From an optimization exercise on the open Yosys and OpenROAD flow, aimed at small area, a short achievable clock period and few clock cycles per item; shortcuts taken in it are not production practice.

the baseline:
==> module cell_check, before the edit <==
module cell_check (
    input  wire        clk,
    input  wire        rst,
    input  wire        in_valid,
    output wire        in_ready,
    input  wire [31:0] in_data,      
    input  wire [3:0]  in_stream,    
    output reg         res_valid,    
    output reg  [1:0]  res_kind,     
    output reg  [3:0]  res_stream,
    output reg  [15:0] res_lost      
);
    localparam [31:0] POLY_R = 32'hEDB8_8320;    
    localparam [31:0] HC     = 32'h76AD_8866;
    localparam [1023:0] FM = {32'h826880EF, 32'hC35CC098, 32'hE3C6E0A3, 32'h71E37051, 32'hBA9938C7, 32'hDF241C8C, 32'h6F920E46, 32'hB5A187CC, 32'hD8B84309, 32'h6C5C2184, 32'hB446902D, 32'hD84BC8F9, 32'hEE4D6493, 32'h7726B249, 32'h3B935924, 32'h1DC9AC92, 32'h8C8C56A6, 32'h46462B53, 32'h232315A9, 32'h11918AD4, 32'h08C8C56A, 32'h046462B5, 32'h805AB1B5, 32'hC245D835, 32'h6122EC1A, 32'h3091760D, 32'h9A203BE9, 32'h4D101DF4, 32'h26880EFA, 32'h1344077D, 32'h09A203BE, 32'h04D101DF};
    function [31:0] crc_shift32;
        input [31:0] x;
        integer j;
        begin
            for (j = 0; j < 32; j = j + 1)
                crc_shift32[j] = ^(x & FM[32*j +: 32]);
        end
    endfunction
    function [31:0] bswap;
        input [31:0] w;
        bswap = {w[7:0], w[15:8], w[23:16], w[31:24]};
    endfunction
    localparam [1:0] S_W0  = 2'd0,   
                     S_W1  = 2'd1,   
                     S_PRE = 2'd2,   
                     S_DAT = 2'd3;   
    reg  [1:0]  st;
    reg         rdy;         
    reg  [6:0]  wcnt;        
    reg  [31:0] cx;          
    reg         dec;         
    reg  [31:0] acc;         
    wire        take = in_valid & rdy_st;
    wire        last = (wcnt == 7'd66);
    reg         idle;
    reg  [15:0] seq;         
    reg  [3:0]  cs;          
    wire        rdy_st = (st == S_W0) || (st == S_DAT);
    assign in_ready = rdy;
    always @(posedge clk) begin
        if (st == S_W1)
            cx <= ~bswap({5'd0, acc[27:17], acc[7:0], in_data[31:24]});
        else if (st == S_PRE)
            cx <= crc_shift32(cx) ^ bswap(acc);
        else if (st == S_DAT && take)
            cx <= crc_shift32(cx) ^ (last ? ~in_data : bswap(in_data));
        if (st == S_PRE)
            wcnt <= 7'd0;
        else if (take)
            wcnt <= wcnt + 7'd1;
        dec <= 1'b0;
        rdy <= 1'b1;
        if (rst)
            st <= S_W0;
        else begin
            case (st)
            S_W0:
                if (take) begin
                    st  <= S_W1;
                    rdy <= 1'b0;
                end
            S_W1: begin
                rdy <= 1'b0;
                if (in_valid) st <= S_PRE;
            end
            S_PRE: st <= S_DAT;
            default:
                if (take && last) begin
                    st  <= S_W0;
                    dec <= 1'b1;
                end
            endcase
        end
    end
    reg  [16:0] ring [0:15];
    reg  [3:0]  head;
    reg  [15:0] lseq;        
    reg         lsync;
    reg  [3:0]  lid;
    reg         dirty;       
    wire        hit   = (head == lid);
    wire        fetch = (lid != cs) && !dirty && (head == cs);
    integer k;
    always @(posedge clk) begin
        ring[0] <= hit ? {lsync & ~rst, lseq} : {ring[15][16] & ~rst, ring[15][15:0]};
        for (k = 1; k < 16; k = k + 1)
            ring[k] <= {ring[k-1][16] & ~rst, ring[k-1][15:0]};
        head <= rst ? 4'd0 : head + 4'd1;
    end
    reg  [4:0]  hcnt;
    reg         hbusy, hdone, hdr_ok;
    reg         dq;          
    wire [15:0] delta = idle ? seq : (lsync ? (lseq ^ seq) : 16'd0);
    wire [31:0] macc  = acc[0] ? ((acc >> 1) ^ POLY_R) : (acc >> 1);
    always @(posedge clk) begin
        if (st == S_W0 && take)
            acc <= in_data;
        else if (hbusy)
            acc <= (hcnt == 5'd0) ? 32'd0 : (macc ^ (dq ? HC : 32'd0));
        if (rst || dec) begin
            hbusy  <= 1'b0;
            hdone  <= 1'b0;
        end else if (!hbusy && !hdone && hdr_ok && lid == cs) begin
            hbusy <= 1'b1;
            hcnt  <= 5'd0;
        end else if (hbusy) begin
            dq   <= delta[{~hcnt[3], hcnt[2:0]}];
            hcnt <= hcnt + 5'd1;
            if (hcnt == 5'd16) begin
                hbusy <= 1'b0;
                hdone <= 1'b1;
            end
        end
        if (rst || dec)
            hdr_ok <= 1'b0;
        else if (st == S_PRE)
            hdr_ok <= 1'b1;
    end
    reg         ok_a, ok_b, dec2;
    wire [15:0] expv   = lsync ? lseq : seq;
    wire [15:0] exp1   = expv + 16'd1;
    wire [15:0] seq1   = seq + 16'd1;
    wire [15:0] nseq   = ok_a ? exp1 : seq1;
    wire        kind2  = !idle && !ok_a && ok_b;
    wire        upd    = dec2 && !idle && (ok_a || ok_b);
    always @(posedge clk) begin
        ok_a <= (cx == acc);                   
        ok_b <= (cx == 32'd0);                 
        dec2 <= dec & ~rst;
        if (rst) begin
            lsync <= 1'b0;
            dirty <= 1'b0;
            lid   <= 4'd0;
        end else if (upd) begin
            lseq  <= nseq;
            lsync <= 1'b1;
            dirty <= 1'b1;
        end else if (fetch) begin
            lseq  <= ring[15][15:0];
            lsync <= ring[15][16];
            lid   <= cs;
        end else if (hit)
            dirty <= 1'b0;
        if (st == S_PRE) begin
            cs   <= in_stream;
            seq  <= {acc[7:0], in_data[31:24]};
            idle <= (acc[31:28] == 4'd0);
        end
        res_valid  <= dec2 & ~rst;
        res_kind   <= idle ? (ok_a ? 2'd1 : 2'd3) : (ok_a ? 2'd0 : (ok_b ? 2'd2 : 2'd3));
        res_stream <= cs;
        res_lost   <= kind2 ? (seq - lseq) : 16'd0;
    end
endmodule
make LEC_CHECK=0 CAP_MARGIN=20 CORE_MARGIN=2 CORE_UTILIZATION=40 CTS_BUF_LIST=sky130_fd_sc_hd__clkbuf_8 CTS_CLUSTER_DIAMETER=50 CTS_CLUSTER_SIZE=20 SETUP_SLACK_MARGIN=5 SLEW_MARGIN=20 finish   # period 8.0 ns
run.sh (not shown) runs the stock make flow with config.mk's settings and CLKGATE_MAP_FILE= SYNTH_SCRIPT=/design/flow/synth_recipe.tcl, a recipe that flattens the netlist after the stock synthesis.
Modified inputs, the candidate compared to the baseline
-- flow/design.v --
<<< the baseline, line 31
                     S_DAT = 2'd3;   
    reg  [1:0]  st;
    reg         rdy;         
    reg  [6:0]  wcnt;        
    reg  [31:0] cx;          
    reg         dec;         
    reg  [31:0] acc;         
    wire        take = in_valid & rdy_st;
    wire        last = (wcnt == 7'd66);
    reg         idle;
    reg  [15:0] seq;         
    reg  [3:0]  cs;          
    wire        rdy_st = (st == S_W0) || (st == S_DAT);
    assign in_ready = rdy;
    always @(posedge clk) begin
>>> the candidate, line 31
                     S_DAT = 2'd3;   
    reg  [1:0]  st;
    reg         rdy;
    reg  [6:0]  wcnt;        
    reg  [31:0] cx;          
    reg         dec;         
    reg  [31:0] acc;         
    wire        take = in_valid & rdy;
    wire        last = (wcnt == 7'd66);
    wire        idle = res_kind[0];
    wire [15:0] seq  = res_lost;
    wire [3:0]  cs   = res_stream;
    assign in_ready = rdy;
    always @(posedge clk) begin
<<< the baseline, line 55
            wcnt <= wcnt + 7'd1;
        dec <= 1'b0;
        rdy <= 1'b1;
        if (rst)
            st <= S_W0;
        else begin
            case (st)
            S_W0:
>>> the candidate, line 54
            wcnt <= wcnt + 7'd1;
        dec <= 1'b0;
        if (rst) begin
            st  <= S_W0;
            rdy <= 1'b0;
        end else begin
            case (st)
            S_W0:
<<< the baseline, line 64
                    st  <= S_W1;
                    rdy <= 1'b0;
                end
            S_W1: begin
                rdy <= 1'b0;
                if (in_valid) st <= S_PRE;
            end
            S_PRE: st <= S_DAT;
            default:
                if (take && last) begin
>>> the candidate, line 63
                    st  <= S_W1;
                    rdy <= 1'b0;
                end else
                    rdy <= 1'b1;
            S_W1: if (in_valid) st <= S_PRE;
            S_PRE: begin
                st  <= S_DAT;
                rdy <= 1'b1;
            end
            default:
                if (take && last) begin
<<< the baseline, line 124
    reg         ok_a, ok_b, dec2;
    wire [15:0] expv   = lsync ? lseq : seq;
    wire [15:0] exp1   = expv + 16'd1;
    wire [15:0] seq1   = seq + 16'd1;
    wire [15:0] nseq   = ok_a ? exp1 : seq1;
    wire        kind2  = !idle && !ok_a && ok_b;
    wire        upd    = dec2 && !idle && (ok_a || ok_b);
>>> the candidate, line 124
    reg         ok_a, ok_b, dec2;
    wire [15:0] expv   = lsync ? lseq : seq;
    wire [15:0] nseq   = (ok_a ? expv : seq) + 16'd1;
    wire        kind2  = !idle && !ok_a && ok_b;
    wire        upd    = dec2 && !idle && (ok_a || ok_b);
<<< the baseline, line 147
        end else if (hit)
            dirty <= 1'b0;
        if (st == S_PRE) begin
            cs   <= in_stream;
            seq  <= {acc[7:0], in_data[31:24]};
            idle <= (acc[31:28] == 4'd0);
        end
        res_valid  <= dec2 & ~rst;
        res_kind   <= idle ? (ok_a ? 2'd1 : 2'd3) : (ok_a ? 2'd0 : (ok_b ? 2'd2 : 2'd3));
        res_stream <= cs;
        res_lost   <= kind2 ? (seq - lseq) : 16'd0;
    end
endmodule
>>> the candidate, line 145
        end else if (hit)
            dirty <= 1'b0;
        res_valid <= dec2 & ~rst;
        if (st == S_PRE) begin
            res_stream  <= in_stream;
            res_lost    <= {acc[7:0], in_data[31:24]};
            res_kind[0] <= (acc[31:28] == 4'd0);
        end else if (dec2) begin
            res_kind <= idle ? (ok_a ? 2'd1 : 2'd3) : (ok_a ? 2'd0 : (ok_b ? 2'd2 : 2'd3));
            res_lost <= kind2 ? (seq - lseq) : 16'd0;
        end
    end
endmodule
Findings:
Having completed the whole flow, the candidate delivered a layout that passed the timing, DRC and antenna checks.
Compared with the baseline, in the candidate sequential area share after synthesis went down by 1.4 points; number of cells on the critical path went down by 3; global-route usage went up by 0.65 points; synthesis-stage register bit count went down by 21.
The candidate reports its start-to-end type of the worst setup path as reg2out while the baseline reports in2reg.
Diff the baseline -> the candidate | setup slack | decrease of 67 ps
Function was not checked in any run of this note: the RTL went through the layout flow alone.

afterwards: timing with drivers on the ports:
The flow's constraints put no driver on any port. The routed layouts listed below were extracted and timed again, unchanged, in two steps.
Step 1, drivers: a clkbuf_16 drives clk and a buf_2 each remaining input, both assumed.
Step 2 also shifts input and output timing later by t, the mid clock arrival at the registers, as if the neighbouring blocks saw the same clock.
Three values: ideal, step 1, step 2; two values: the first two.
run | shift t [ns] | setup WS [ns] | worst hold slack (ns) | worst slew at a driven data input, ns
the baseline | 0.625 | 5.117 / 5.137 / 4.513 | 0.313 / 0.313 / 0.313 | 0.07
the candidate | 0.611 | 5.049 / 5.001 / 4.490 | 0.325 / 0.325 / 0.325 | 0.04
After both steps setup and hold are still met in every run listed. For the baseline, which loses most, drivers alone change the setup slack by +0.020 ns; drivers and shift together by -0.604 ns.
